What follows belongs to an exercise in optimizing a design on an open flow for small area, a short achievable clock period and few clock cycles; a production flow would make more cautious choices. In this exercise RTL edits were held to simulation tests only and were not proved equivalent to the original.

File: flow/flow/run.sh
#!/bin/bash
set -euo pipefail
bash standard.sh \
  BUFFER_PORTS_ARGS="-buffer_cell sky130_fd_sc_hd__buf_4" \
  SETUP_SLACK_MARGIN=23 \
  finish > flow_layout.log 2>&1
File: flow/standard.sh
#!/bin/bash
# synth_recipe.tcl (not shown) runs the flow's synth.tcl, then flattens the netlist and writes it again
# the make line also repeats each setting of config.mk as NAME=value (left out here)
make -C /OpenROAD-flow-scripts/flow DESIGN_CONFIG=/design/flow/config.mk WORK_HOME=/design/flow/orfs CLKGATE_MAP_FILE= SYNTH_SCRIPT=/design/flow/synth_recipe.tcl "${@:-finish}"
File: flow/config.mk
export PLATFORM = sky130hd
export DESIGN_NAME = lve_modarith
export DESIGN_NICKNAME = lve_modarith
export VERILOG_FILES = /design/flow/design.v
export SDC_FILE = /design/flow/constraint.sdc
export NUM_CORES = 4
export LEC_CHECK = 0
export CAP_MARGIN = 20
export CORE_MARGIN = 2
export CORE_UTILIZATION = 40
export SLEW_MARGIN = 20
File: flow/constraint.sdc
create_clock -name core_clock -period 30.0 [get_ports {clk}]
set_input_delay 6.0000 -clock core_clock [delete_from_list [all_inputs] [get_ports {clk}]]
set_output_delay 6.0000 -clock core_clock [all_outputs]
set_load 0.01 [all_outputs]
File: flow/design.v
module lve_fold23 #(parameter integer W = 32, parameter integer OW = 24) (
    input  wire [W-1:0]  x,
    output wire [OW-1:0] r
);
    wire [W-24:0] h = x[W-1:23];
    assign r = {{(OW-23){1'b0}}, x[22:0]} + ({{OW{1'b0}}, h} << 13) - {{OW{1'b0}}, h};
endmodule
module lve_csub #(parameter integer W = 24, parameter [W-1:0] Q = 8380417) (
    input  wire [W-1:0] x,
    output wire [W-1:0] r
);
    wire [W:0] d = {1'b0, x} - {1'b0, Q};
    assign r = d[W] ? x : d[W-1:0];
endmodule
module lve_redks (
    input  wire [15:0] x,
    output wire [11:0] r
);
    localparam [383:0] TH = {12'd237, 12'd1518, 12'd2799, 12'd751, 12'd2032, 12'd3313, 12'd1265, 12'd2546, 12'd498, 12'd1779, 12'd3060, 12'd1012, 12'd2293, 12'd245, 12'd1526, 12'd2807, 12'd759, 12'd2040, 12'd3321, 12'd1273, 12'd2554, 12'd506, 12'd1787, 12'd3068, 12'd1020, 12'd2301, 12'd253, 12'd1534, 12'd2815, 12'd767, 12'd2048, 12'd0};
    wire [11:0] th = TH[x[15:11] * 12 +: 12];
    wire [12:0] t = {2'b0, x[10:0]} + {1'b0, th};
    wire [13:0] d = {1'b0, t} - 14'd3329;
    assign r = d[13] ? t[11:0] : d[11:0];
endmodule
module lve_montk (
    input  wire [26:0] x,
    output wire [12:0] r
);
    wire [19:0] x1 = {1'b0, x[26:8]} + 20'd3329 - {8'd0, x[7:0], 3'd0} - {10'd0, x[7:0], 2'd0} - {12'd0, x[7:0]};
    wire [13:0] x2 = {2'd0, x1[19:8]} + 14'd3329 - {3'd0, x1[7:0], 3'd0} - {4'd0, x1[7:0], 2'd0} - {6'd0, x1[7:0]};
    assign r = x2[12:0];
endmodule
module lve_csa3 #(parameter integer W = 37) (
    input  wire [W-1:0] x, y, z,
    output wire [W-1:0] s, c
);
    assign s = x ^ y ^ z;
    assign c = {(x[W-2:0] & y[W-2:0]) | (x[W-2:0] & z[W-2:0]) | (y[W-2:0] & z[W-2:0]), 1'b0};
endmodule
module lve_modarith (
    input  wire        clk,
    input  wire        rst,         
    input  wire        in_valid,
    output wire        in_ready,
    input  wire [3:0]  in_op,
    input  wire        in_qsel,     
    input  wire [3:0]  in_imm,
    input  wire [31:0] in_a,
    input  wire [31:0] in_b,
    input  wire [31:0] in_w,
    output wire        out_valid,
    output wire [31:0] out_r0,
    output wire [31:0] out_r1
);
    localparam [3:0] OP_MADD = 4'd0, OP_MSUB = 4'd1, OP_MNEG = 4'd2, OP_MRED = 4'd3,
                     OP_MMONT = 4'd4, OP_MBAR = 4'd5, OP_TOMONT = 4'd6,
                     OP_CMPR = 4'd7, OP_DCMPR = 4'd8, OP_P2R = 4'd9, OP_DECOMP = 4'd10,
                     OP_CT = 4'd11, OP_GS = 4'd12, OP_BMUL = 4'd13;
    localparam [24:0] QD = 25'd8380417;
    localparam [24:0] QK = 25'd3329;
    assign in_ready = 1'b1;
    reg [6:0] vld;
    always @(posedge clk) begin
        if (rst) vld <= 7'd0;
        else     vld <= {vld[5:0], in_valid};
    end
    assign out_valid = vld[6];
    reg [3:0]  op0;
    reg        qs0;
    reg [3:0]  imm0;
    reg [31:0] a0, b0, w0;
    always @(posedge clk) begin
        op0 <= in_op; qs0 <= in_qsel; imm0 <= in_imm;
        a0 <= in_a; b0 <= in_b; w0 <= in_w;
    end
    wire [23:0] ap, bp, wp, ard, brd;
    lve_fold23 u_fa (.x(a0), .r(ap));
    lve_fold23 u_fb (.x(b0), .r(bp));
    lve_fold23 u_fw (.x(w0), .r(wp));
    lve_csub u_ca (.x(ap), .r(ard));
    lve_csub u_cb (.x(bp), .r(brd));
    wire        s_neg = (op0 == OP_MNEG);
    wire        s_sub = (op0 != OP_MADD);
    wire [24:0] sa = s_neg ? 25'd0 : {1'b0, ap};
    wire [24:0] sb = ({1'b0, s_neg ? ap : bp}) ^ {25{s_sub}};
    wire [24:0] sx = sa + sb + {24'd0, s_sub} + (s_sub ? 25'd16760834 : 25'd0);
    wire [11:0] akr, bkr, wkr, a1r, b1r;
    lve_redks u_ka0 (.x(a0[15:0]),  .r(akr));
    lve_redks u_kb0 (.x(b0[15:0]),  .r(bkr));
    lve_redks u_kw  (.x(w0[15:0]),  .r(wkr));
    lve_redks u_ka1 (.x(a0[31:16]), .r(a1r));
    lve_redks u_kb1 (.x(b0[31:16]), .r(b1r));
    wire [12:0] kad = {1'b0, akr} + {1'b0, bkr};
    wire [12:0] kas = {1'b0, akr} + {1'b0, bkr} - 13'd3329;
    wire [11:0] kadd = kas[12] ? kad[11:0] : kas[11:0];
    wire [12:0] ksd = {1'b0, akr} - {1'b0, bkr};
    wire [12:0] kss = {1'b0, akr} - {1'b0, bkr} + 13'd3329;
    wire [11:0] ksub = ksd[12] ? kss[11:0] : ksd[11:0];
    wire [11:0] kneg = 12'd3329 - akr;
    wire [3:0]  dsh  = 4'd12 - imm0;
    wire [11:0] dcy  = a0[11:0] << dsh;                        
    reg [24:0] x1;
    reg [23:0] y1, u1;
    reg [26:0] v1;
    always @(*) begin
        u1 = qs0 ? ard : {12'd0, akr};
        v1 = qs0 ? {3'd0, brd} : {15'd0, bkr};
        if (qs0) begin
            x1 = {1'b0, ap};
            y1 = bp;
            case (op0)
                OP_MADD, OP_MSUB, OP_MNEG: begin x1 = sx; y1 = 24'd4193792; end
                OP_MRED:   y1 = 24'd4193792;                   
                OP_TOMONT: y1 = 24'd2365951;                   
                OP_DECOMP: begin x1 = {1'b0, ard}; y1 = imm0[0] ? 24'd1049601 : 24'd2886403; end
                OP_CT:     begin x1 = {1'b0, bp}; y1 = wp; end
                OP_GS:     begin x1 = sx; y1 = wp; end
                default:   ;
            endcase
        end else begin
            x1 = {13'd0, akr};
            y1 = {12'd0, bkr};
            case (op0)
                OP_MADD:   begin x1 = {13'd0, kadd}; y1 = 24'd2285; end
                OP_MSUB:   begin x1 = {13'd0, ksub}; y1 = 24'd2285; end
                OP_MNEG:   begin x1 = {13'd0, kneg}; y1 = 24'd2285; end
                OP_MRED:   y1 = 24'd2285;                      
                OP_MBAR:   u1 = 24'd1353;                      
                OP_TOMONT: y1 = 24'd1353;                      
                OP_CMPR:   y1 = 24'd10321339;
                OP_DCMPR:  begin x1 = {13'd0, dcy}; y1 = 24'd3329; end
                OP_CT:     begin x1 = {13'd0, bkr}; y1 = {12'd0, wkr}; end
                OP_GS:     begin x1 = {13'd0, ksub}; y1 = {12'd0, wkr}; end
                OP_BMUL:   begin x1 = {1'b0, akr, a1r}; y1 = {bkr, b1r}; v1 = w0[15:0] * 11'd1353; end
                default:   ;
            endcase
        end
    end
    reg [24:0] x2r;
    reg [23:0] y2r, u2r;
    reg [26:0] v2r;
    reg [3:0]  op1, imm1;
    reg        qs1;
    always @(posedge clk) begin
        x2r <= x1; y2r <= y1; u2r <= u1; v2r <= v1;
        op1 <= op0; qs1 <= qs0; imm1 <= imm0;
    end
    wire [23:0] p00 = x2r[11:0] * y2r[11:0];
    wire [25:0] pc  = x2r[11:0] * y2r[23:12] + x2r[24:12] * y2r[11:0];
    wire [24:0] p11 = x2r[24:12] * y2r[23:12];
    wire [12:0] gm;
    lve_montk u_mg (.x(v2r), .r(gm));                          
    reg [23:0] p00_3;
    reg [25:0] pc_3;
    reg [24:0] p11_3, u3r;
    reg [3:0]  op2, imm2;
    reg        qs2, dec2;
    always @(posedge clk) begin
        p00_3 <= p00; pc_3 <= pc; p11_3 <= p11;
        case (op1)
            OP_GS:   u3r <= {1'b0, u2r} + {1'b0, v2r[23:0]};   
            OP_BMUL: u3r <= {12'd0, gm};
            default: u3r <= {1'b0, u2r};
        endcase
        op2 <= op1; qs2 <= qs1; imm2 <= imm1;
        dec2 <= (op1 == OP_DECOMP);
    end
    wire [12:0] pl13 = {p00_3[12] ^ pc_3[0], p00_3[11:0]};
    wire [1:0]  c13  = {1'b0, p00_3[12]} + {1'b0, pc_3[0]};
    wire [36:0] o1 = {26'd0, p00_3[23:13]};
    wire [36:0] o2 = {12'd0, pc_3[25:1]};
    wire [36:0] o3 = 37'd0;
    wire [36:0] o4 = {1'b0, p11_3, 11'd0};
    wire [36:0] o5 = {24'd0, pl13};
    wire [36:0] o6 = {14'd0, ~pl13, 10'd0};                    
    wire [36:0] o7 = 37'd8373250 + {36'd0, c13[1]};            
    wire [36:0] s1a, c1a, s1b, c1b, s2a, c2a, s2b, c2b, ds, dc;
    lve_csa3 u_d1 (.x(o1), .y(o2), .z(o3), .s(s1a), .c(c1a));
    lve_csa3 u_d2 (.x(o4), .y(o5), .z(o6), .s(s1b), .c(c1b));
    lve_csa3 u_d3 (.x(s1a), .y(c1a), .z(s1b), .s(s2a), .c(c2a));
    lve_csa3 u_d4 (.x(c1b), .y(o7), .z(s2a), .s(s2b), .c(c2b));
    lve_csa3 u_d5 (.x(s2b), .y(c2b), .z(c2a), .s(ds), .c(dc));
    wire [13:0] dlo = {1'b0, ds[12:0]} + {1'b0, dc[12:0]};
    wire [12:0] mk1;
    lve_montk u_mk1 (.x({3'd0, p00_3}), .r(mk1));
    wire [8:0]  cl8 = {1'b0, pc_3[7:0]};
    wire [19:0] cx1 = {2'd0, pc_3[25:8]} +
                      20'd3329 - {9'd0, cl8[7:0], 3'd0} - {10'd0, cl8[7:0], 2'd0} - {12'd0, cl8[7:0]};
    wire [36:0] dcc = imm2[0] ? 37'd67108736 : 37'd67108258;
    wire [36:0] pm  = {25'd0, p00_3[23:12]} + {11'd0, pc_3} + {p11_3, 12'd0} +
                      (dec2 ? dcc : 37'd0);
    wire [6:0]  dq  = pm[33:27];
    wire [5:0]  dqr = (dq == (imm2[0] ? 7'd16 : 7'd44)) ? 6'd0 : dq[5:0];
    wire [12:0] cz   = pm[22:10];
    wire [3:0]  csh  = 4'd12 - imm2;
    wire [12:0] czs  = cz >> csh;
    wire [12:0] czr  = czs + 13'd1;
    wire [11:0] cmsk = ~(12'hfff << imm2);
    wire [11:0] cmpr = czr[12:1] & cmsk;
    wire [11:0] dcmpr = pm[11:0] + {11'd0, p00_3[11]};
    reg [47:0] d4;
    reg [13:0] dlo4;
    reg [12:0] k4;
    reg [24:0] u4r;
    reg [3:0]  op3, imm3;
    reg        qs3;
    always @(posedge clk) begin
        d4 <= {ds[36:13], dc[36:13]};
        dlo4 <= dlo;
        case (op2)
            OP_MBAR:   d4 <= qs2 ? {pm[35:0], p00_3[11:0]} : 48'd0;
            OP_DECOMP: d4 <= {42'd0, dqr};
            OP_CMPR:   d4 <= {36'd0, cmpr};
            OP_DCMPR:  d4 <= {36'd0, dcmpr};
            OP_BMUL:   d4 <= {3'd0, cx1, p11_3};               
            default:   ;
        endcase
        k4  <= mk1;
        u4r <= u3r;
        op3 <= op2; qs3 <= qs2; imm3 <= imm2;
    end
    wire [24:0] dm2 = {1'b0, d4[47:24]} + {1'b0, d4[23:0]} + {24'd0, dlo4[13]} +
                      QD - {2'd0, dlo4[12:0], 10'd0} + {12'd0, dlo4[12:0]};
    wire [26:0] df2 = {4'd0, d4[22:0]} + {4'd0, d4[32:23], 13'd0} + {1'b0, d4[45:33], 13'd0} -
                      {14'd0, d4[45:33]} - {4'd0, d4[45:23]} + d4[47:46] * 16'd49145 + 27'd16760834;
    wire [25:0] sg  = k4 * u4r[12:0] + {2'd0, d4[23:0]};
    wire [19:0] cx1r = d4[44:25];
    wire [13:0] cx2 = {2'd0, cx1r[19:8]} + 14'd3329 - {3'd0, cx1r[7:0], 3'd0} - {4'd0, cx1r[7:0], 2'd0} - {6'd0, cx1r[7:0]};
    wire [9:0]  p2h = ({1'b0, u4r[22:0]} + 24'd4095) >> 13;
    wire [23:0] dal = imm3[0] ? {d4[5:0], 9'd0} * 10'd1023 : {d4[5:0], 11'd0} * 7'd93;
    reg [38:0] e5;
    reg [24:0] u5r;
    reg [3:0]  op4;
    reg        qs4, kf4, gs4, ks4;
    always @(posedge clk) begin
        e5 <= {14'd0, dm2};
        if (!qs3) e5 <= {26'd0, k4};
        case (op3)
            OP_MBAR:   e5 <= qs3 ? {12'd0, df2} : {13'd0, sg};
            OP_CMPR, OP_DCMPR: e5 <= {27'd0, d4[11:0]};
            OP_P2R:    e5 <= {3'd0, p2h, 3'd0, p2h, 13'd0};
            OP_DECOMP: e5 <= {7'd0, d4[5:0], 2'd0, dal};
            OP_BMUL:   e5 <= {cx2[12:0], sg};
            default:   ;
        endcase
        u5r <= u4r;
        op4 <= op3; qs4 <= qs3;
        kf4 <= (op3 == OP_BMUL) || (op3 == OP_MBAR && !qs3);   
        gs4 <= (op3 == OP_GS);
        ks4 <= (op3 == OP_CT) || (op3 == OP_GS) || (op3 == OP_P2R) || (op3 == OP_DECOMP);
    end
    wire [23:0] dm3 = {5'd0, e5[24:6]} + QD[23:0] - {1'b0, e5[5:0], 17'd0} + {11'd0, e5[5:0], 7'd0};
    wire [23:0] dm3r;
    lve_csub u_c3 (.x(dm3), .r(dm3r));
    wire [23:0] df3;
    lve_fold23 #(.W(27), .OW(24)) u_f3 (.x(e5[26:0]), .r(df3));
    wire [23:0] df3r;
    lve_csub u_c4 (.x(df3), .r(df3r));
    wire [12:0] mk3;
    lve_montk u_mk3 (.x({1'b0, e5[25:0]}), .r(mk3));
    wire [12:0] k5r, b5r;
    lve_csub #(.W(13), .Q(13'd3329)) u_c5 (.x(e5[12:0]), .r(k5r));
    lve_csub #(.W(13), .Q(13'd3329)) u_c6 (.x(e5[38:26]), .r(b5r));
    wire [23:0] t5 = qs4 ? dm3r : {11'd0, k5r};                
    reg [23:0] t6, u6r, v6;
    reg        qs6, r0a6, r1s6, r1v6;
    always @(posedge clk) begin
        u6r <= kf4 ? 25'd0 : u5r;
        t6  <= gs4 ? 24'd0 : kf4 ? {11'd0, mk3} : (op4 == OP_P2R || op4 == OP_DECOMP) ? e5[23:0] : t5;
        v6  <= (op4 == OP_MBAR && qs4) ? df3r : t5;
        case (op4)
            OP_CMPR, OP_DCMPR: v6 <= {12'd0, e5[11:0]};
            OP_P2R, OP_DECOMP: v6 <= {14'd0, e5[35:26]};
            OP_BMUL:   v6 <= {11'd0, b5r};
            default:   ;
        endcase
        qs6  <= qs4;
        r0a6 <= kf4 || (op4 == OP_CT) || gs4;
        r1s6 <= (op4 == OP_CT) || (op4 == OP_P2R) || (op4 == OP_DECOMP);
        r1v6 <= gs4 || (op4 == OP_BMUL);
    end
    wire [24:0] q6   = qs6 ? QD : QK;
    wire [25:0] sum  = {2'b0, u6r} + {2'b0, t6};
    wire [25:0] sumq = {2'b0, u6r} + {2'b0, t6} - {1'b0, q6};
    wire [22:0] radd = sumq[25] ? sum[22:0] : sumq[22:0];
    wire [25:0] dif  = {2'b0, u6r} - {2'd0, t6};
    wire [25:0] difq = {2'b0, u6r} - {2'd0, t6} + {1'b0, q6};
    wire [22:0] rsub = dif[25] ? difq[22:0] : dif[22:0];
    wire [22:0] r0n  = r0a6 ? radd : v6[22:0];
    wire [22:0] r1n  = r1s6 ? rsub : r1v6 ? v6[22:0] : 23'd0;
    reg [22:0] r0o, r1o;
    always @(posedge clk) begin
        r0o <= r0n;
        r1o <= r1n;
    end
    assign out_r0 = {9'd0, r0o};
    assign out_r1 = {9'd0, r1o};
endmodule
==> flow_summary_export.csv, run 1 <==
group,metric,value,unit
cts,numCtsBuffers,81,
cts,clk_path_buf_depth,3,
critical_path,worstPathMaxFanout,1,
yosys,synth_xor_area_share,7.39,%
yosys,synth-compound-area-share,16.0,%
sta,hold_viol,0,
cts,ctsHoldBuffers,0,
detailed_routing,final_antenna_net_count,0,
sta,final.setup.worst_slack,22.73,ns
grt,grt_first_pass_wirelength,489000,um
detailed_routing,drtIter0Drc,6604,
grt,grt_max_degree,55,
floorplanning,die_h,485,um
sta,period_minus_slack,7.27,ns
yosys,synth_top_flop_cell,"dfxtp_1",
sta,fin_skew,0.0936,ns
yosys,async_reset_ff_share,0,%
sta,post-route-period-util,24.2,%
detailed_routing,vias_per_cell,5.56,
sta,fmax,138,MHz
cells_and_area,mostFrequentLayoutCells,"inv_1 (1840), ha_1 (1309), nand2_1 (1037)",
critical_path,end_kind,"output port",
yosys,synth_enable_flop_cells,0,
sta,finalSetupViolations,0,
critical_path,crit_arrival,1.27,ns
grt,antenna_found_initial,16,
critical_path,cpMaxStageDelayCell,"dfxtp_4",
min_path,hold_path_class,"flop to flop",
yosys,synth-simple-area-share,14.4,%
cts,clockRootBuffer,"clkbuf_16",
sta,slew_violations,0,
yosys,yosysWarnings,1,
grt,grt_overflow,0,
sta,whs,0.322,ns
cells_and_area,final_common_cell,"inv_1",
cells_and_area,area_growth_syn_to_layout,11.9,%
detailed_routing,vias,79800,
sta,relSlewSlack,16.5,%
place,port_buffers,154,
detailed_routing,drc,0,
floorplanning,die_w,485,um
yosys,synth_top_family_by_area,"adder cells",
critical_path,max_stage_delay,0.36,ns
floorplanning,rows,176,
critical_path,crit_required,24.00,ns
cts,htree_levels,3,
critical_path,crit_buf_inv,1,
cells_and_area,post-route-util,45.0,%
yosys,synth_top_area_share,19.9,%
yosys,synth_cell_types,124,
critical_path,worstSetupPathType,"flop to output port",
grt,grt_usage,27.2,%
critical_path,crit_chain,"buf_6",
status,outcome,"complete, no violations",
cts,cts_sinks,626,
place,place_hpwl,266000,um
grt,grt_pass1_vias,79800,
detailed_routing,drt-total-wl,331000,um
floorplanning,die_area,235000,um2
sta,final.setup.tns,0,ns
sta,rsz0062_at_grt,"yes",
critical_path,critPathLaunchType,"flop",
place,place_congestion,0.996,
sta,worstMarginPinSlew,1.25,ns
cts,clk_latency,0.77,ns
place,pre_cts_ws,21.54,ns
detailed_routing,firstDrtPassIters,14,
place,placedInstanceArea,97200,um2
cells_and_area,stdcell_area,104000,um2
floorplanning,coreArea,230000,um2
yosys,synthMuxAreaShare,1.41,%
yosys,ys_seq_area_share,13.5,%
floorplanning,ios,174,
cts,path_clk_slew,0.06,ns
yosys,synth_fa_ha_area_share,37.9,%
job,cap_violations,0,
yosys,ys_top_cells_by_area,"fa_1 (20%), ha_1 (18%), dfxtp_1 (14%)",
yosys,yosysTopAreaCell,"fa_1",
cells_and_area,nets,13600,
detailed_routing,wire_per_inst,23.1,um
cells_and_area,drive_above_1_share,9.54,%
yosys,synth_cells,11100,
critical_path,reg2reg_slack,23.01,ns
cts,cts_tree,"done",
floorplanning,start_util,40.2,%
critical_path,crit_family,"flip-flops",
yosys,synth_seq_cells,626,
yosys,avgSynthCellArea,8.35,um2
yosys,synth_area,92600,um2
[what timing repair did]
| item | CTS | global route |
|---|---|---|
| gates cloned | 1 | 17 |
| pin swaps | 22 | 93 |
| gates resized for setup | 257 | 296 |
| buffers inserted | 28 | 110 |
| endpoints found under the setup margin | 86 | 115 |
[layout make-up]
type,instances,area [um2]
Fill cell,22600,127000
Multi-Input combinational cell,8222,72900
Sequential cell,626,12800
Inverter,1872,7070
Timing Repair Buffer,450,4140
Tap cell,3026,3790
Clock buffer,93,2130
Clock inverter,52,757
Antenna cell,12,30.0
[Yosys cell counts, types with 58 or more instances]
cell and instances:
nand3_1 175, a21oi_1 634, xnor2_1 536, mux2i_1 76, a221oi_1 62, nor2b_1 127
and3_1 75, a31oi_1 71, inv_1 1859, a21o_1 148, o22ai_1 62, clkbuf_1 341
o21ai_0 472, or3_1 67, dfxtp_1 626, o21bai_1 133, nor2_1 541, nor3_1 157
a211oi_1 80, o211ai_1 58, nand2_1 1045, and2_1 324, nand2b_1 79, fa_1 921
ha_1 1333, xor2_1 236
[metrics by stage]
step	instances
after floorplan	11100
after global placement	14000
after detailed placement	14000
after CTS	14200
after global routing	14300
final	14400
[registers in the layout, indices dropped and copies added (netlist names), 25 cells and up]
signal	flops
a0	32
pc_3	26
x2r	25
e5	39
v2r	27
p11_3	25
b0	32
w0	32
d4	48
[layer usage]
| metal | wire length (um) | vias to the layer above | part of all wire, % | global-route usage (%) |
|---|---|---|---|---|
| li1 | - | 37100 | - | - |
| met1 | 135000 | 39100 | 41 | 33.8 |
| met2 | 155000 | 2971 | 47 | 45.6 |
| met3 | 21300 | 707 | 6.4 | 3.72 |
| met4 | 19600 | 6 | 5.9 | 14.3 |
| met5 | 50 | - | 0.015 | 0 |
[cell families after synthesis]
| family | count (synthesis) |
|---|---|
| adder cells (fa/ha/maj) | 2256 |
| XOR/XNOR | 777 |
| flip-flops | 626 |
| multiplexers | 112 |
| AND/OR/NAND/NOR | 2803 |
| other | 2 |
| AO/OA/AOI/OAI | 2254 |
| buffers and inverters | 2261 |
[path summary, 6_finish.rpt]
kind / from / to / depth (start not counted)
max: r1o[20] / out_r1[20] / 1
max reg2reg: a0[12] / x2r[4] / 32
min reg2reg: op1[3] / op2[3] / 0
min: op1[3] / op2[3] / 0
Testbench counts, summed over its fixed seeds: cycles 16,056.
==> run 2: changes to the inputs <==
==> flow/flow/run.sh (replaced) <==
#!/bin/bash
set -euo pipefail
bash standard.sh \
  BUFFER_PORTS_ARGS="-buffer_cell sky130_fd_sc_hd__buf_2" \
  SETUP_SLACK_MARGIN=23 \
  finish > flow_layout.log 2>&1
--- a/flow/config.mk
+++ b/flow/config.mk
@@ -8,4 +8,6 @@
 export CAP_MARGIN = 20
 export CORE_MARGIN = 2
 export CORE_UTILIZATION = 40
+export CTS_CLUSTER_DIAMETER = 100
+export CTS_CLUSTER_SIZE = 24
 export SLEW_MARGIN = 20
==> run 2 against run 1 <==
Net effect:
- still clean on timing, DRC and antenna
- worst hold slack gained 0.0023 ns
- cell count about the same
- utilization is 0.28 points lower
- synthesized area unchanged
- die area unchanged
- sequential cell count unchanged
- maximum frequency rose by 0.77%
- critical path depth unchanged
- highest routed layer unchanged
==> flow_summary_export.csv, run 2 <==
group,metric,value,unit
status,outcome,"complete, no violations",
cts,numCtsBuffers,48,
yosys,synthTopCellsByCount,"inv_1 (1859), ha_1 (1333), nand2_1 (1045), fa_1 (921), a21oi_1 (634)",
critical_path,crit_chain,"buf_6",
detailed_routing,vias,79800,
cts,cts_tree,"done",
cts,htree_levels,2,
floorplanning,die_h,485,um
cts,clk_path_buf_depth,3,
yosys,synth.most_common_cell,"inv_1",
cells_and_area,drive_above_1_share,9.88,%
critical_path,crit_family,"flip-flops",
cells_and_area,largest_register,"d4",
sta,finalSetupViolations,0,
detailed_routing,drt-total-wl,319000,um
critical_path,max_stage_delay,0.36,ns
yosys,ys_seq_area_share,13.5,%
detailed_routing,drc,0,
sta,final.setup.tns,0,ns
detailed_routing,vias_per_cell,5.56,
detailed_routing,wl_met1,129000,um
sta,rsz0062_at_grt,"yes",
sta,fin_skew,0.0516,ns
sta,hold_viol,0,
yosys,synth_fa_ha_area_share,37.9,%
cells_and_area,final_common_cell,"inv_1",
cells_and_area,instances_no_fill,14400,
critical_path,cpMaxStageDelayCell,"dfxtp_2",
yosys,async_reset_ff_share,0,%
critical_path,end_kind,"output port",
yosys,yosysTopAreaCell,"fa_1",
yosys,synth_top_area_share,19.9,%
place,place_inst,14000,
cts,cts_sinks,626,
grt,grt_usage,26.1,%
grt,grt_pass1_vias,79200,
sta,period_minus_slack,7.21,ns
yosys,yosysWarnings,1,
detailed_routing,wl_met2,148000,um
cells_and_area,largest_register_ffs,48,
grt,antenna_found_initial,23,
critical_path,reg2reg_slack,23.12,ns
place,pre_cts_ws,21.56,ns
cts,path_clk_slew,0.09,ns
yosys,synth_cell_types,124,
yosys,synth_top_flop_cell,"dfxtp_1",
yosys,synth-compound-area-share,16.0,%
job,cap_violations,0,
detailed_routing,dr_wl_met3,21800,um
place,place_hpwl,256000,um
critical_path,worstSetupPathType,"flop to output port",
grt,grt_first_pass_wirelength,476000,um
detailed_routing,final_antenna_net_count,0,
critical_path,critPathLaunchType,"flop",
min_path,hold_path_class,"flop to flop",
floorplanning,die_w,485,um
yosys,synth_xor_area_share,7.39,%
critical_path,crit_arrival,1.21,ns
detailed_routing,highest_layer,"met5",
yosys,synth_enable_flop_cells,0,
cells_and_area,mostFrequentLayoutCells,"inv_1 (1831), ha_1 (1301), nand2_1 (1033)",
cells_and_area,area_growth_syn_to_layout,11.2,%
detailed_routing,drtIter0Drc,7027,
cells_and_area,post-route-util,44.8,%
yosys,ys_top_cells_by_area,"fa_1 (20%), ha_1 (18%), dfxtp_1 (14%)",
sta,relSlewSlack,22.5,%
detailed_routing,wire_per_inst,22.2,um
yosys,avgSynthCellArea,8.35,um2
floorplanning,start_util,40.2,%
floorplanning,rows,176,
yosys,synth_cells,11100,
floorplanning,ios,174,
floorplanning,die_area,235000,um2
sta,worstMarginPinSlew,1.15,ns
yosys,synth_area,92600,um2
place,port_buffers,154,
critical_path,crit_required,24.00,ns
cts,clk_latency,0.76,ns
cts,clockRootBuffer,"clkbuf_16",
sta,post-route-period-util,24.0,%
grt,grt_max_degree,78,
yosys,synth_top_family_by_area,"adder cells",
floorplanning,coreArea,230000,um2
critical_path,worstPathMaxFanout,1,
detailed_routing,firstDrtPassIters,8,
grt,grt_overflow,0,
place,place_congestion,1.06,
critical_path,crit_buf_inv,1,
yosys,synth_seq_cells,626,
cells_and_area,nets,13600,
sta,fmax,139,MHz
sta,slew_violations,0,
yosys,synth-simple-area-share,14.4,%
yosys,synthMuxAreaShare,1.41,%
sta,final.setup.worst_slack,22.79,ns
cts,ctsHoldBuffers,0,
cells_and_area,reg.largest.list,"d4 x48, e5 x39",
==> run 2: metrics by stage <==
step | hold WS (ns) | cell area, um2
after floorplan | 0.310 | 92700
final | 0.324 | 103000
after detailed placement | 0.312 | 96700
after global routing | 0.331 | 103000
after global placement | 0.310 | 96700
after CTS | 0.326 | 99600
==> run 2: layout make-up <==
| type | instances | area, um2 |
|---|---|---|
| Fill cell | 22400 | 127000 |
| Multi-Input combinational cell | 8221 | 73200 |
| Sequential cell | 626 | 12800 |
| Inverter | 1872 | 7100 |
| Timing Repair Buffer | 515 | 4290 |
| Tap cell | 3026 | 3790 |
| Clock buffer | 52 | 1230 |
| Clock inverter | 32 | 588 |
| Antenna cell | 15 | 37.5 |
| Timing Repair inverter | 1 | 5.00 |
==> run 2: path summary, 6_finish.rpt <==
kind           start  cells past startpoint          to
min reg2reg   u3r[2]                      0      u4r[2]
max          r1o[18]                      1  out_r1[18]
max reg2reg   a0[12]                     29      x2r[5]
min           u3r[2]                      0      u4r[2]
==> run 2: timing repair <==
action | CTS | global route
buffers inserted | 36 | 183
resized for setup | 206 | 400
setup endpoints to repair | 83 | 124
pin swaps | 17 | 112
cloned | 0 | 14
==> run 2: kinds of logic after synthesis <==
logic type	Yosys count
buf+inv	2261
fa+ha+maj	2256
other cells	2
compound gates	2254
mux	112
simple gates	2803
xor+xnor	777
flops	626
==> run 2: routing by layer <==
metal / track usage (%) / up-vias
li1: - / 37100
met1: 32.8 / 38800
met2: 43.8 / 3059
met3: 3.19 / 790
met4: 14.0 / 10
met5: 0 / -
==> run 3: changes to the inputs <==
==> flow/flow/run.sh (replaced) <==
#!/bin/bash
set -euo pipefail
bash standard.sh \
  BUFFER_PORTS_ARGS="-buffer_cell sky130_fd_sc_hd__buf_2" \
  SETUP_SLACK_MARGIN=22.8 \
  finish > flow_layout.log 2>&1
==> run 3 against run 2 <==
Net effect:
- global-route usage grew 0.25 points
- largest cell class unchanged
- clock skew is 0.017 ns higher
- synthesized area did not move
- die area unchanged
- critical endpoint is now out_r1[19]
- critical path type unchanged
- synthesized cell count did not move
- highest routed layer unchanged
- register-to-register slack worse by 0.19 ns
- clock-buffer cell count rose by 1
- sequential share of layout area is 0.19 points higher
- utilization fell by 0.94 points
- still clean
- first-iteration DRC count decreased by 18%
==> flow_summary_export.csv, run 3 <==
group,metric,value,unit
status,outcome,"complete, no violations",
critical_path,max_stage_delay,0.40,ns
yosys,synth.most_common_cell,"inv_1",
cells_and_area,reg.largest.list,"d4 x48, e5 x39",
sta,fmax,138,MHz
sta,worstMarginPinSlew,1.17,ns
detailed_routing,final_antenna_net_count,0,
critical_path,crit_required,24.00,ns
critical_path,crit_family,"flip-flops",
cells_and_area,nets,13500,
yosys,synth_area,92600,um2
critical_path,critPathLaunchType,"flop",
detailed_routing,drt-total-wl,316000,um
floorplanning,coreArea,230000,um2
cts,cts_tree,"done",
floorplanning,die_area,235000,um2
cells_and_area,largest_register,"d4",
detailed_routing,drtIter0Drc,5765,
cells_and_area,area_growth_syn_to_layout,8.87,%
detailed_routing,vias,78800,
sta,period_minus_slack,7.25,ns
yosys,yosysWarnings,1,
sta,finalSetupViolations,0,
detailed_routing,vias_per_cell,5.54,
yosys,synth_cell_types,124,
cts,htree_levels,2,
critical_path,crit_chain,"buf_6",
grt,grt_max_degree,52,
yosys,ys_top_cells_by_area,"fa_1 (20%), ha_1 (18%), dfxtp_1 (14%)",
job,cap_violations,0,
critical_path,end_kind,"output port",
detailed_routing,firstDrtPassIters,8,
sta,hold_viol,0,
yosys,synth_top_area_share,19.9,%
cells_and_area,mostFrequentLayoutCells,"inv_1 (1845), ha_1 (1316), nand2_1 (1042)",
sta,whs,0.332,ns
cts,numCtsBuffers,48,
grt,antenna_found_initial,19,
place,place_hpwl,260000,um
cells_and_area,drive_above_1_share,7.82,%
grt,grt_overflow,0,
sta,rsz0062_at_grt,"yes",
critical_path,cpMaxStageDelayCell,"dfxtp_4",
detailed_routing,drc,0,
cells_and_area,final_common_cell,"inv_1",
yosys,synth_top_flop_cell,"dfxtp_1",
cts,cts_sinks,626,
grt,grt_usage,26.4,%
critical_path,crit_buf_inv,1,
yosys,avgSynthCellArea,8.35,um2
floorplanning,die_w,485,um
cts,clockRootBuffer,"clkbuf_16",
yosys,synthTopCellsByCount,"inv_1 (1859), ha_1 (1333), nand2_1 (1045), fa_1 (921), a21oi_1 (634)",
cts,path_clk_slew,0.09,ns
sta,final.setup.tns,0,ns
yosys,synth_cells,11100,
cts,clk_latency,0.76,ns
grt,grt_pass1_vias,78600,
place,port_buffers,154,
cts,clk_path_buf_depth,3,
grt,grt_first_pass_wirelength,478000,um
floorplanning,start_util,40.2,%
yosys,ys_seq_area_share,13.5,%
sta,slew_violations,0,
floorplanning,ios,174,
critical_path,worstSetupPathType,"flop to output port",
detailed_routing,wire_per_inst,22.2,um
sta,relSlewSlack,21.3,%
yosys,async_reset_ff_share,0,%
floorplanning,rows,176,
critical_path,crit_arrival,1.25,ns
critical_path,worstPathMaxFanout,1,
sta,fin_skew,0.0684,ns
sta,post-route-period-util,24.2,%
yosys,synth_enable_flop_cells,0,
min_path,hold_path_class,"flop to flop",
place,place_congestion,0.982,
yosys,yosysTopAreaCell,"fa_1",
cells_and_area,largest_register_ffs,48,
floorplanning,die_h,485,um
yosys,synth_seq_cells,626,
[run 3: final timing paths]
check          start          to  slack, ns  cells past startpoint
min reg2reg   u3r[4]      u4r[4]       0.33                      0
max reg2reg   x2r[6]    pc_3[25]      22.93                     30
min           u3r[4]      u4r[4]       0.33                      0
max          r1o[19]  out_r1[19]      22.75                      1
[run 3: what timing repair did]
action | CTS | global route
pin swaps | 13 | 42
cloned | 1 | 0
endpoints found under the setup margin | 79 | 103
gates resized for setup | 201 | 199
hold buffers | 0 | 0
buffers inserted | 26 | 45
[run 3: metrics by stage]
stage	setup slack, ns	area [um2]	util, %	instances
finish	22.75	101000	43.8	14200
global route	22.57	101000	43.8	14200
floorplan	22.97	92700	-	11100
global placement	21.23	96900	42.1	14000
detailed placement	21.14	96900	42.1	14000
CTS	22.69	99600	43.3	14200
[run 3: cells by family (layout without fill, tap and decap cells)]
group           count (synthesis)  in the layout  share of synthesized area, %
fa+ha+maj                    2256           2256                          37.9
xor+xnor                      777            777                          7.39
other cells                     2             27                       0.00811
mux                           112            112                          1.41
compound gates               2254           2254                          16.0
simple gates                 2803           2803                          14.4
buf+inv                      2261           2332                          9.26
flops                         626            626                          13.5
[run 3: area by class of cell]
| cell class | count | area, um2 |
|---|---|---|
| Timing Repair Buffer | 374 | 2790 |
| Clock inverter | 32 | 551 |
| Timing Repair inverter | 1 | 5.00 |
| Tap cell | 3026 | 3790 |
| Fill cell | 22700 | 129000 |
| Antenna cell | 8 | 20.0 |
| Sequential cell | 626 | 12700 |
| Multi-Input combinational cell | 8221 | 72600 |
| Inverter | 1872 | 7080 |
| Clock buffer | 53 | 1280 |
[run 3: per-layer routing]
metal	global-route usage (%)	share of wire (%)	wire, um
met3	3.19	5.9	18700
met2	43.8	46	146000
met1	33.8	42	133000
met4	13.1	5.8	18500
met5	0	0.020	62
==> run 4: changes to the inputs <==
--- a/flow/config.mk
+++ b/flow/config.mk
@@ -7,7 +7,7 @@
 export LEC_CHECK = 0
 export CAP_MARGIN = 20
 export CORE_MARGIN = 2
-export CORE_UTILIZATION = 40
+export CORE_UTILIZATION = 55
 export CTS_CLUSTER_DIAMETER = 100
 export CTS_CLUSTER_SIZE = 24
 export SLEW_MARGIN = 20
==> run 4 against run 3 <==
Net effect:
- routed wire length fell by 1.9%
- worst hold slack worse by 0.015 ns
- clock-buffer cell count down 9
- maximum frequency is 0.35% higher
- die area down 27%
- largest cell class unchanged
- critical path depth stayed put
- register-to-register slack gained 0.10 ns
- highest routed layer unchanged
- still clean on timing, DRC and antenna
- global-route usage grew 9.0 points
- utilization is 16 points higher
- setup slack better by 0.025 ns
- sequential share of layout area increased by 0.22 points
- critical endpoint is now out_r0[19]
==> flow_summary_export.csv, run 4 <==
group,metric,value,unit
yosys,synth_cells,11100,
floorplanning,rows,150,
sta,fmax,138,MHz
critical_path,cpMaxStageDelayCell,"dfxtp_4",
yosys,synth_top_family_by_area,"adder cells",
place,port_buffers,154,
sta,whs,0.317,ns
yosys,synthTopCellsByCount,"inv_1 (1859), ha_1 (1333), nand2_1 (1045), fa_1 (921), a21oi_1 (634)",
floorplanning,die_h,414,um
yosys,yosysWarnings,1,
floorplanning,start_util,55.4,%
sta,post-route-period-util,24.1,%
critical_path,worstPathMaxFanout,1,
sta,relSlewSlack,18.7,%
yosys,synth_xor_area_share,7.39,%
sta,fin_skew,0.0430,ns
floorplanning,die_area,172000,um2
cells_and_area,post-route-util,59.4,%
detailed_routing,wire_per_inst,23.2,um
place,place_hpwl,254000,um
sta,hold_viol,0,
cts,clk_latency,0.73,ns
grt,grt_first_pass_wirelength,468000,um
yosys,synth_top_flop_cell,"dfxtp_1",
yosys,synth_enable_flop_cells,0,
yosys,synth_top_area_share,19.9,%
job,cap_violations,0,
critical_path,crit_arrival,1.23,ns
detailed_routing,vias_per_cell,5.89,
cts,clk_path_buf_depth,3,
place,place_congestion,1.02,
yosys,ys_top_cells_by_area,"fa_1 (20%), ha_1 (18%), dfxtp_1 (14%)",
detailed_routing,drc,0,
cells_and_area,fillers,15100,
sta,worstMarginPinSlew,1.21,ns
floorplanning,ios,174,
yosys,ys_seq_area_share,13.5,%
grt,grt_max_degree,67,
cts,htree_levels,2,
cts,cts_sinks,626,
yosys,synthMuxAreaShare,1.41,%
critical_path,critPathLaunchType,"flop",
yosys,synth_seq_cells,626,
status,outcome,"complete, no violations",
yosys,synth_fa_ha_area_share,37.9,%
cts,cts_tree,"done",
cells_and_area,area_growth_syn_to_layout,7.20,%
critical_path,reg2reg_slack,23.03,ns
cells_and_area,largest_register_ffs,48,
sta,final.setup.tns,0,ns
detailed_routing,final_antenna_net_count,0,
cells_and_area,mostFrequentLayoutCells,"inv_1 (1852), ha_1 (1315), nand2_1 (1043)",
critical_path,crit_chain,"buf_6",
grt,grt_pass1_vias,78100,
critical_path,max_stage_delay,0.38,ns
yosys,synth_cell_types,124,
critical_path,worstSetupPathType,"flop to output port",
yosys,synth_area,92600,um2
detailed_routing,vias,78600,
yosys,yosysTopAreaCell,"fa_1",
grt,antenna_found_initial,20,
critical_path,crit_buf_inv,1,
cts,numCtsBuffers,42,
yosys,async_reset_ff_share,0,%
yosys,synth-simple-area-share,14.4,%
grt,grt_overflow,0,
detailed_routing,firstDrtPassIters,8,
detailed_routing,drt-total-wl,310000,um
critical_path,crit_required,24.00,ns
min_path,hold_path_class,"flop to flop",
critical_path,crit_family,"flip-flops",
sta,finalSetupViolations,0,
grt,grt_usage,35.4,%
floorplanning,die_w,414,um
detailed_routing,drtIter0Drc,6683,
sta,period_minus_slack,7.23,ns
cells_and_area,largest_register,"d4",
sta,rsz0062_at_grt,"yes",
critical_path,end_kind,"output port",
cells_and_area,nets,13500,
cells_and_area,reg.largest.list,"d4 x48, e5 x39",
sta,slew_violations,0,
cts,clockRootBuffer,"clkbuf_16",
yosys,avgSynthCellArea,8.35,um2
floorplanning,coreArea,167000,um2
cts,path_clk_slew,0.11,ns
cells_and_area,drive_above_1_share,7.36,%
cells_and_area,final_common_cell,"inv_1",
yosys,synth.most_common_cell,"inv_1",
yosys,synth-compound-area-share,16.0,%
-- run 4: changes by cell type in the layout (fill, tap and decap cells not counted), moves of 4 or more --
cell | before | now
a21oi_1 | 610 | 617
dfxtp_4 | 26 | 32
clkinvlp_4 | 14 | 7
a21oi_2 | 26 | 20
buf_4 | 201 | 177
dfxtp_1 | 533 | 529
buf_2 | 116 | 121
clkbuf_16 | 49 | 44
inv_1 | 1845 | 1852
-- run 4: cell families after synthesis --
| group | after synthesis |
|---|---|
| mux | 112 |
| simple gates | 2803 |
| compound gates | 2254 |
| other cells | 2 |
| fa+ha+maj | 2256 |
| buf+inv | 2261 |
| xor+xnor | 777 |
| flops | 626 |
-- run 4: worst paths after layout --
check | from | endpoint | depth (start not counted)
hold reg to reg | u4r[23] | u5r[23] | 0
hold / removal | u4r[23] | u5r[23] | 0
setup / recovery | r0o[19] | out_r0[19] | 1
setup reg to reg | op0[3] | x2r[19] | 24
-- run 4: layer usage --
layer	wire, um	track usage [%]	vias up
met3	22400	4.96	695
met1	127000	45.4	38200
met4	21300	20.1	6
li1	-	-	36800
met5	34	0	-
met2	140000	57.3	2980
-- run 4: final cells by class --
cell class                 count  area (um2)  area share [%]
clock inverter                24         452           0.455
timing repair buffer         359        2700            2.72
antenna                       10        25.0          0.0252
tap                         2204        2760            2.78
inverter                    1872        7060            7.11
sequential                   626       12700            12.8
multi-input combinational   8221       72500            73.0
clock buffer                  44        1070            1.08
-- run 4: repair_timing --
action	CTS	global route
endpoints found under the setup margin	74	78
pin swaps	14	42
gates resized for setup	205	171
cloned	0	2
hold buffers	0	0
endpoints found under the hold margin	0	0
setup buffers	15	70
-- run 4: worst register-to-register path, stage by stage (launching register included) --
cell      delay [ns]
dfxtp_1         0.31
buf_4           0.22
or2_2           0.51
nor3_2          0.78
buf_4           0.43
xnor2_1         0.13
ha_1            0.32
fa_1            0.47
a21o_1          0.18
a21oi_1         0.23
o21bai_1        0.09
a21oi_1         0.23
o21bai_1        0.11
a21oi_1         0.27
o21bai_1        0.13
a21oi_1         0.25
o21ai_1         0.18
a41oi_2         0.31
a21oi_1         0.15
a21oi_1         0.19
xnor2_1         0.16
a221oi_1        0.10
o21ai_0         0.12
o211ai_1        0.19
o21ai_1         0.67
-- run 4: through the flow --
step,setup WS [ns],area [um2],std cells
2_1_floorplan,22.97,92700,11100
3_3_place_gp,21.48,95600,13200
3_5_place_dp,21.43,95600,13200
4_1_cts,22.72,97900,13300
5_1_grt,22.74,99300,13400
6_report,22.77,99300,13400
==> run 5: changes to the inputs <==
==> flow/flow/run.sh (replaced) <==
#!/bin/bash
set -euo pipefail
bash standard.sh \
  BUFFER_PORTS_ARGS="-buffer_cell sky130_fd_sc_hd__buf_2" \
  SETUP_SLACK_MARGIN=23 \
  finish > flow_layout.log 2>&1
==> run 5 against run 4 <==
Net effect:
- routed wire length increased by 2.4%
- highest routed layer unchanged
- setup slack improved by 0.017 ns
- clock skew increased by 0.012 ns
==> flow_summary_export.csv, run 5 <==
group,metric,value,unit
yosys,synth_enable_flop_cells,0,
sta,fin_skew,0.0545,ns
yosys,synth_cells,11100,
critical_path,crit_arrival,1.21,ns
grt,antenna_found_initial,22,
yosys,yosysTopAreaCell,"fa_1",
cells_and_area,mostFrequentLayoutCells,"inv_1 (1836), ha_1 (1306), nand2_1 (1036)",
critical_path,crit_required,24.00,ns
sta,whs,0.331,ns
sta,post-route-period-util,24.0,%
floorplanning,start_util,55.4,%
place,port_buffers,154,
critical_path,worstSetupPathType,"flop to output port",
floorplanning,ios,174,
sta,hold_viol,0,
detailed_routing,highest_layer,"met5",
cells_and_area,largest_register,"d4",
yosys,synth_top_area_share,19.9,%
grt,grt_max_degree,80,
critical_path,end_kind,"output port",
status,outcome,"complete, no violations",
yosys,ys_top_cells_by_area,"fa_1 (20%), ha_1 (18%), dfxtp_1 (14%)",
yosys,async_reset_ff_share,0,%
yosys,ys_seq_area_share,13.5,%
detailed_routing,wire_per_inst,23.6,um
sta,rsz0062_at_grt,"yes",
critical_path,crit_chain,"buf_6",
cts,cts_tree,"done",
critical_path,crit_family,"flip-flops",
yosys,synth.most_common_cell,"inv_1",
sta,finalSetupViolations,0,
detailed_routing,firstDrtPassIters,7,
detailed_routing,wl_met1,127000,um
detailed_routing,drc,0,
cts,path_clk_slew,0.10,ns
critical_path,cpMaxStageDelayCell,"dfxtp_4",
cts,cts_sinks,626,
detailed_routing,vias,80000,
sta,final.setup.tns,0,ns
detailed_routing,drt-total-wl,317000,um
cts,ctsHoldBuffers,0,
detailed_routing,dr_wl_met3,24300,um
critical_path,critPathLaunchType,"flop",
floorplanning,die_h,414,um
yosys,synth_area,92600,um2
critical_path,crit_buf_inv,1,
cells_and_area,largest_register_ffs,48,
place,place_hpwl,254000,um
detailed_routing,drtIter0Drc,6881,
sta,period_minus_slack,7.21,ns
yosys,synthTopCellsByCount,"inv_1 (1859), ha_1 (1333), nand2_1 (1045), fa_1 (921), a21oi_1 (634)",
sta,slew_violations,0,
critical_path,worstPathMaxFanout,1,
floorplanning,die_area,172000,um2
detailed_routing,final_antenna_net_count,0,
cts,clockRootBuffer,"clkbuf_16",
detailed_routing,vias_per_cell,5.95,
cts,htree_levels,2,
place,place_congestion,1.01,
cts,numCtsBuffers,43,
grt,grt_first_pass_wirelength,471000,um
sta,fmax,139,MHz
yosys,synth_top_flop_cell,"dfxtp_1",
cells_and_area,area_growth_syn_to_layout,8.90,%
cts,clk_latency,0.73,ns
floorplanning,die_w,414,um
floorplanning,rows,150,
job,cap_violations,0,
yosys,yosysWarnings,1,
sta,worstMarginPinSlew,1.18,ns
min_path,hold_path_class,"flop to flop",
cells_and_area,post-route-util,60.3,%
sta,relSlewSlack,20.8,%
cells_and_area,drive_above_1_share,8.98,%
grt,grt_usage,35.6,%
cells_and_area,final_common_cell,"inv_1",
yosys,synth_seq_cells,626,
cells_and_area,reg.largest.list,"d4 x48, e5 x39",
grt,grt_pass1_vias,78900,
critical_path,max_stage_delay,0.37,ns
cts,clk_path_buf_depth,3,
grt,grt_overflow,0,
detailed_routing,wl_met2,144000,um
yosys,synth_cell_types,124,
place,pre_cts_ws,21.62,ns
sta,final.setup.worst_slack,22.79,ns
cells_and_area,nets,13600,
yosys,avgSynthCellArea,8.35,um2
floorplanning,coreArea,167000,um2
-- run 5: cell counts after synthesis --
Identical to the previous run, type by type.
-- run 5: worst register-to-register path, delay by kind of cell, from the launching register on --
family,cells,cell delay [ns]
buffers and inverters,6,0.43
AO/OA/AOI/OAI,11,1.86
adder cells (fa/ha/maj),8,3.47
XOR/XNOR,1,0.13
flip-flops,1,0.37
AND/OR/NAND/NOR,4,0.45
-- run 5: path summary, 6_finish.rpt --
check | from | endpoint | slack, ns | depth (start not counted)
setup / recovery | r0o[21] | out_r0[21] | 22.79 | 1
hold / removal | u3r[5] | u4r[5] | 0.33 | 0
setup reg to reg | x2r[5] | pc_3[25] | 23.15 | 30
hold reg to reg | u3r[5] | u4r[5] | 0.33 | 0
-- run 5: kinds of logic after synthesis --
| group | synth area share [%] |
|---|---|
| other | 0.00811 |
| buffers and inverters | 9.26 |
| XOR/XNOR | 7.39 |
| flip-flops | 13.5 |
| adder cells (fa/ha/maj) | 37.9 |
| AO/OA/AOI/OAI | 16.0 |
| AND/OR/NAND/NOR | 14.4 |
| multiplexers | 1.41 |
-- run 5: layout make-up --
cell class	count	area, um2
fill	14900	66400
inverter	1872	7060
clock inverter	24	392
multi-input combinational	8221	72900
clock buffer	45	1110
tap	2204	2760
timing repair buffer	452	3800
antenna	10	25.0
sequential	626	12800
-- run 5: through the flow --
stage                     cells  cell area (um2)
final                     13500           101000
after CTS                 13300            98200
after global placement    13200            95600
after global routing      13400           101000
after floorplan           11100            92700
after detailed placement  13200            95700
-- run 5: metal layers --
layer,GRT usage [%],vias to the layer above
li1,-,37000
met1,45.1,39000
met2,58.1,3264
met3,5.58,781
met4,20.1,12
met5,0,-
-- run 5: timing repair --
action,in CTS,in global routing
endpoints found under the setup margin,86,118
cloned,2,13
buffers inserted,30,127
pin swaps,24,91
gates resized for setup,225,311
==> run 6: changes to the inputs <==
==> flow/flow/run.sh (replaced) <==
#!/bin/bash
set -euo pipefail
bash standard.sh \
  BUFFER_PORTS_ARGS="-buffer_cell sky130_fd_sc_hd__buf_2" \
  SETUP_SLACK_MARGIN=22.8 \
  finish > flow_layout.log 2>&1
--- a/flow/config.mk
+++ b/flow/config.mk
@@ -7,7 +7,7 @@
 export LEC_CHECK = 0
 export CAP_MARGIN = 20
 export CORE_MARGIN = 2
-export CORE_UTILIZATION = 55
+export CORE_UTILIZATION = 60
 export CTS_CLUSTER_DIAMETER = 100
 export CTS_CLUSTER_SIZE = 24
 export SLEW_MARGIN = 20
==> run 6 against run 5 <==
Net effect:
- worst hold slack worse by 0.0088 ns
- first-iteration DRC count is 8.4% higher
- setup slack better by 0.031 ns
- largest cell class unchanged
==> flow_summary_export.csv, run 6 <==
group,metric,value,unit
status,outcome,"complete, no violations",
detailed_routing,drt-total-wl,305000,um
yosys,synth_xor_area_share,7.39,%
yosys,synth_area,92600,um2
sta,worstMarginPinSlew,1.11,ns
cts,path_clk_slew,0.10,ns
grt,grt_usage,38.2,%
yosys,synth.most_common_cell,"inv_1",
yosys,yosysTopAreaCell,"fa_1",
cells_and_area,reg.largest.list,"d4 x48, e5 x39",
cts,clk_latency,0.68,ns
cts,htree_levels,2,
place,placedInstanceArea,95400,um2
grt,grt_max_degree,73,
critical_path,crit_chain,"buf_2",
yosys,avgSynthCellArea,8.35,um2
cells_and_area,register_area,12700,um2
cells_and_area,largest_register_ffs,48,
place,place_congestion,1.03,
sta,post-route-period-util,23.9,%
yosys,yosysWarnings,1,
cells_and_area,mostFrequentLayoutCells,"inv_1 (1848), ha_1 (1316), nand2_1 (1043)",
floorplanning,die_w,397,um
yosys,synth_top_area_share,19.9,%
detailed_routing,final_antenna_net_count,0,
place,place_inst,13000,
cells_and_area,post-route-util,64.2,%
critical_path,crit_buf_inv,1,
floorplanning,die_area,158000,um2
critical_path,crit_required,24.00,ns
cells_and_area,nets,13500,
critical_path,critPathLaunchType,"flop",
yosys,synth-compound-area-share,16.0,%
sta,final.setup.tns,0,ns
critical_path,cpMaxStageDelayCell,"dfxtp_1",
floorplanning,coreArea,154000,um2
min_path,hold_path_class,"flop to flop",
cells_and_area,fillers,13100,
sta,final.setup.worst_slack,22.82,ns
yosys,ys_top_cells_by_area,"fa_1 (20%), ha_1 (18%), dfxtp_1 (14%)",
sta,slew_violations,0,
floorplanning,rows,144,
cells_and_area,area_growth_syn_to_layout,6.56,%
floorplanning,die_h,397,um
sta,fin_skew,0.0356,ns
critical_path,reg2reg_slack,22.98,ns
floorplanning,ios,174,
yosys,synth_cells,11100,
cells_and_area,stdcell_area,98700,um2
sta,period_minus_slack,7.18,ns
cts,numCtsBuffers,42,
cells_and_area,largest_register,"d4",
job,cap_violations,0,
sta,finalSetupViolations,0,
critical_path,worstPathMaxFanout,1,
detailed_routing,vias,79400,
cells_and_area,multi_input_area,72500,um2
place,pre_cts_ws,21.46,ns
cells_and_area,instances_no_fill,13200,
place,port_buffers,154,
grt,grt_overflow,0,
floorplanning,start_util,60.3,%
yosys,synth-simple-area-share,14.4,%
critical_path,end_kind,"output port",
yosys,synth_enable_flop_cells,0,
sta,fmax,139,MHz
sta,hold_viol,0,
yosys,synth_fa_ha_area_share,37.9,%
cts,cts_sinks,626,
cts,cts_tree,"done",
grt,antenna_found_initial,13,
yosys,synth_cell_types,124,
cts,ctsHoldBuffers,0,
detailed_routing,drtIter0Drc,7459,
sta,relSlewSlack,24.2,%
place,place_hpwl,248000,um
yosys,synth_top_family_by_area,"adder cells",
sta,rsz0062_at_grt,"yes",
critical_path,worstSetupPathType,"flop to output port",
yosys,synthTopCellsByCount,"inv_1 (1859), ha_1 (1333), nand2_1 (1045), fa_1 (921), a21oi_1 (634)",
detailed_routing,vias_per_cell,6.02,
grt,grt_first_pass_wirelength,463000,um
cells_and_area,drive_above_1_share,7.08,%
yosys,synthMuxAreaShare,1.41,%
cts,clockRootBuffer,"clkbuf_16",
yosys,ys_seq_area_share,13.5,%
yosys,synth_seq_cells,626,
yosys,async_reset_ff_share,0,%
detailed_routing,firstDrtPassIters,8,
cells_and_area,final_common_cell,"inv_1",
yosys,synth_top_flop_cell,"dfxtp_1",
critical_path,crit_family,"flip-flops",
critical_path,max_stage_delay,0.32,ns
grt,grt_pass1_vias,79200,
critical_path,crit_arrival,1.18,ns
detailed_routing,drc,0,
detailed_routing,wire_per_inst,23.1,um
cts,clk_path_buf_depth,3,
==> run 6: path summary, 6_finish.rpt <==
check | from | endpoint | cells after the start
setup / recovery | r0o[18] | out_r0[18] | 1
hold / removal | qs1 | qs2 | 0
setup reg to reg | x2r[20] | pc_3[25] | 28
hold reg to reg | qs1 | qs2 | 0
==> run 6: layout make-up <==
type | count | area share (%)
clock buffers | 45 | 1.11
flip-flops and latches | 626 | 12.8
clock inverters | 24 | 0.387
diodes | 7 | 0.0178
repair buffers | 349 | 2.39
well taps | 2044 | 2.59
inverters | 1872 | 7.15
multi-input cells | 8222 | 73.5
==> run 6: layer usage <==
| metal | wire, um | vias to the layer above | share of wire, % | GRT usage [%] |
|---|---|---|---|---|
| met1 | 121000 | 38400 | 40 | 48.3 |
| met2 | 135000 | 3404 | 44 | 61.0 |
| met5 | 59 | - | 0.019 | 0 |
| met3 | 25500 | 890 | 8.4 | 6.46 |
| li1 | - | 36700 | - | - |
| met4 | 22600 | 10 | 7.4 | 23.3 |
==> run 6: cell families after synthesis <==
logic type,count (synthesis)
xor gates and xnor gates,777
AOI/OAI and AO/OA,2254
other,2
and+or+nand+nor,2803
adders and majority gates,2256
DFF,626
buffers and inverters,2261
muxes,112
==> run 6: what timing repair did <==
| item | CTS | global route |
|---|---|---|
| resized for setup | 107 | 193 |
| gates cloned | 0 | 2 |
| hold endpoints to repair | 0 | 0 |
| pin swaps | 9 | 37 |
| setup buffers | 23 | 48 |
| endpoints found under the setup margin | 35 | 60 |
==> run 6: per-stage QoR <==
stage / hold WS, ns
finish: 0.322
global route: 0.327
floorplan: 0.310
detailed placement: 0.312
global placement: 0.311
CTS: 0.322
==> run 7: changes to the inputs <==
--- a/flow/design.v
+++ b/flow/design.v
@@ -22,6 +22,16 @@
     wire [13:0] d = {1'b0, t} - 14'd3329;
     assign r = d[13] ? t[11:0] : d[11:0];
 endmodule
+module lve_redk12 (
+    input  wire [15:0] x,
+    output wire [11:0] r
+);
+    localparam [191:0] TH = {12'd1518, 12'd751, 12'd3313, 12'd2546, 12'd1779, 12'd1012, 12'd245, 12'd2807, 12'd2040, 12'd1273, 12'd506, 12'd3068, 12'd2301, 12'd1534, 12'd767, 12'd0};
+    wire [11:0] th = TH[x[15:12] * 12 +: 12];
+    wire [12:0] t = {1'b0, x[11:0]} + {1'b0, th};
+    wire [12:0] d = t - 13'd3329;
+    assign r = t[12] ? d[11:0] : t[11:0];
+endmodule
 module lve_montk (
     input  wire [26:0] x,
     output wire [12:0] r
@@ -87,9 +97,9 @@
     wire [11:0] akr, bkr, wkr, a1r, b1r;
     lve_redks u_ka0 (.x(a0[15:0]),  .r(akr));
     lve_redks u_kb0 (.x(b0[15:0]),  .r(bkr));
-    lve_redks u_kw  (.x(w0[15:0]),  .r(wkr));
-    lve_redks u_ka1 (.x(a0[31:16]), .r(a1r));
-    lve_redks u_kb1 (.x(b0[31:16]), .r(b1r));
+    lve_redk12 u_kw  (.x(w0[15:0]),  .r(wkr));
+    lve_redk12 u_ka1 (.x(a0[31:16]), .r(a1r));
+    lve_redk12 u_kb1 (.x(b0[31:16]), .r(b1r));
     wire [12:0] kad = {1'b0, akr} + {1'b0, bkr};
     wire [12:0] kas = {1'b0, akr} + {1'b0, bkr} - 13'd3329;
     wire [11:0] kadd = kas[12] ? kad[11:0] : kas[11:0];
--- a/flow/config.mk
+++ b/flow/config.mk
@@ -7,7 +7,7 @@
 export LEC_CHECK = 0
 export CAP_MARGIN = 20
 export CORE_MARGIN = 2
-export CORE_UTILIZATION = 60
+export CORE_UTILIZATION = 55
 export CTS_CLUSTER_DIAMETER = 100
 export CTS_CLUSTER_SIZE = 24
 export SLEW_MARGIN = 20
==> run 7 against run 6 <==
Net effect:
- via count down 0.31%
- cell count up 1.9%
- critical endpoint is now out_r1[22]
- worst hold slack better by 0.0099 ns
- first-iteration DRC count down 3.6%
- synthesized cell count down 0.74%
- routed wire length up 0.88%
- still clean
- highest routed layer unchanged
==> flow_summary_export.csv, run 7 <==
group,metric,value,unit
critical_path,worstSetupPathType,"flop to output port",
floorplanning,coreArea,167000,um2
floorplanning,rows,150,
yosys,async_reset_ff_share,0,%
yosys,yosysWarnings,1,
floorplanning,die_w,413,um
yosys,avgSynthCellArea,8.36,um2
cts,clk_path_buf_depth,3,
sta,post-route-period-util,24.1,%
critical_path,crit_arrival,1.23,ns
grt,grt_max_degree,68,
yosys,yosysTopAreaCell,"fa_1",
floorplanning,ios,174,
cells_and_area,final_common_cell,"inv_1",
yosys,synth_enable_flop_cells,0,
detailed_routing,drtIter0Drc,7193,
yosys,synth_cells,11000,
cells_and_area,stdcell_area,101000,um2
cts,ctsHoldBuffers,0,
detailed_routing,drt-total-wl,307000,um
yosys,synth_area,92100,um2
cts,cts_tree,"done",
sta,period_minus_slack,7.23,ns
grt,antenna_found_initial,14,
floorplanning,start_util,55.3,%
detailed_routing,vias_per_cell,5.89,
critical_path,cpMaxStageDelayCell,"dfxtp_2",
place,place_hpwl,242000,um
grt,grtUsageMet2,55.8,%
place,port_buffers,154,
detailed_routing,firstDrtPassIters,8,
cells_and_area,largest_register_ffs,48,
grt,grt_use_met1,45.8,%
cts,numCtsBuffers,43,
status,outcome,"complete, no violations",
cells_and_area,nets,13600,
yosys,synth_top_flop_cell,"dfxtp_1",
critical_path,end_kind,"output port",
yosys,synth_seq_cells,626,
critical_path,max_stage_delay,0.38,ns
sta,slew_violations,0,
sta,fin_skew,0.0396,ns
sta,hold_viol,0,
critical_path,worstPathMaxFanout,1,
sta,relSlewSlack,20.4,%
cells_and_area,largest_register,"d4",
critical_path,crit_required,24.00,ns
yosys,synthTopCellsByCount,"inv_1 (1858), ha_1 (1332), nand2_1 (957), fa_1 (921), a21oi_1 (629)",
sta,finalSetupViolations,0,
grt,grt_usage,34.6,%
yosys,synth.most_common_cell,"inv_1",
cts,cts_sinks,626,
cts,htree_levels,2,
cts,path_clk_slew,0.10,ns
cells_and_area,fillers,15000,
grt,grt_overflow,0,
place,placedInstanceArea,95300,um2
cells_and_area,post-route-util,60.7,%
sta,final.setup.tns,0,ns
sta,rsz0062_at_grt,"yes",
critical_path,crit_family,"flip-flops",
sta,worstMarginPinSlew,1.18,ns
grt,grt_use_met3,5.42,%
place,place_congestion,1.02,
detailed_routing,final_antenna_net_count,0,
floorplanning,die_area,171000,um2
sta,fmax,138,MHz
cells_and_area,reg.largest.list,"d4 x48, e5 x39",
detailed_routing,vias,79200,
run 7: final cells by class:
| cell class | count | area (um2) | area share [%] |
|---|---|---|---|
| Sequential cell | 626 | 12800 | 12.6 |
| Clock inverter | 26 | 427 | 0.422 |
| Inverter | 1863 | 7020 | 6.94 |
| Timing Repair Buffer | 520 | 4630 | 4.58 |
| Tap cell | 2204 | 2760 | 2.73 |
| Clock buffer | 45 | 1080 | 1.07 |
| Multi-Input combinational cell | 8150 | 72400 | 71.6 |
| Antenna cell | 9 | 22.5 | 0.0223 |
run 7: logic make-up after synthesis:
| family | count (synthesis) | share of synthesized area (%) |
|---|---|---|
| DFF | 626 | 13.6 |
| xor gates and xnor gates | 798 | 7.63 |
| muxes | 95 | 1.24 |
| AOI/OAI and AO/OA | 2245 | 16.0 |
| and+or+nand+nor | 2740 | 14.1 |
| buffers and inverters | 2250 | 9.28 |
| adders and majority gates | 2253 | 38.1 |
| other | 2 | 0.00816 |
run 7: stage by stage:
step	std cells	setup WS, ns	hold slack [ns]
finish	13400	22.77	0.332
global route	13400	22.63	0.340
CTS	13300	22.70	0.332
detailed placement	13100	21.08	0.312
global placement	13100	21.20	0.311
floorplan	11000	22.80	0.310
run 7: path summary, 6_finish.rpt:
kind	slack, ns	end	cells after the start	start
setup reg to reg	22.88	x2r[3]	30	a0[11]
hold / removal	0.33	u4r[13]	0	u3r[13]
setup / recovery	22.77	out_r1[22]	1	r1o[22]
hold reg to reg	0.33	u4r[13]	0	u3r[13]
run 7: what timing repair did:
action,in CTS,in global routing
gates resized for setup,228,306
gates cloned,2,25
hold endpoints to repair,0,0
setup endpoints to repair,73,85
setup buffers,37,154
pin swaps,32,97
run 7: metal layers:
| layer | vias up | share of wire (%) |
|---|---|---|
| met5 | - | 0.026 |
| li1 | 36700 | - |
| met1 | 38500 | 42 |
| met2 | 3176 | 45 |
| met3 | 783 | 7.4 |
| met4 | 12 | 6.0 |
Testbench counts of run 7, summed over its fixed seeds: cycles 16,056.

==> re-timing with driven ports <==
Ports are ideal in the flow. The routed layouts listed here were re-timed in OpenROAD.
Step 1 sets driving cells, clkbuf_16 on the clock port and buf_2 on the other inputs (assumed; they add their load-dependent delay and slew).
Step 2 adds t to the input delays and takes it off the output delays; t is the mean of the earliest and latest rising clock arrival at the registers after step 1. Input paths then give back, and output paths get back, about the clock's delay inside the block.
a / b / c = no drivers / after step 1 / after step 2; a / b = the first two.
run	t (ns)	setup slack, ns	hold slack, ns
run 1	0.828	22.734 / 22.641 / 23.013	0.322 / 0.322 / 0.322
run 2	0.842	22.790 / 22.686 / 23.123	0.324 / 0.324 / 0.324
run 3	0.815	22.745 / 22.657 / 22.930	0.332 / 0.332 / 0.332
run 4	0.796	22.770 / 22.687 / 23.034	0.317 / 0.317 / 0.317
run 5	0.798	22.787 / 22.696 / 23.149	0.331 / 0.331 / 0.331
run 6	0.754	22.818 / 22.727 / 22.982	0.322 / 0.322 / 0.322
run 7	0.796	22.775 / 22.691 / 22.876	0.332 / 0.332 / 0.332
After both steps setup and hold are still met in every run listed.
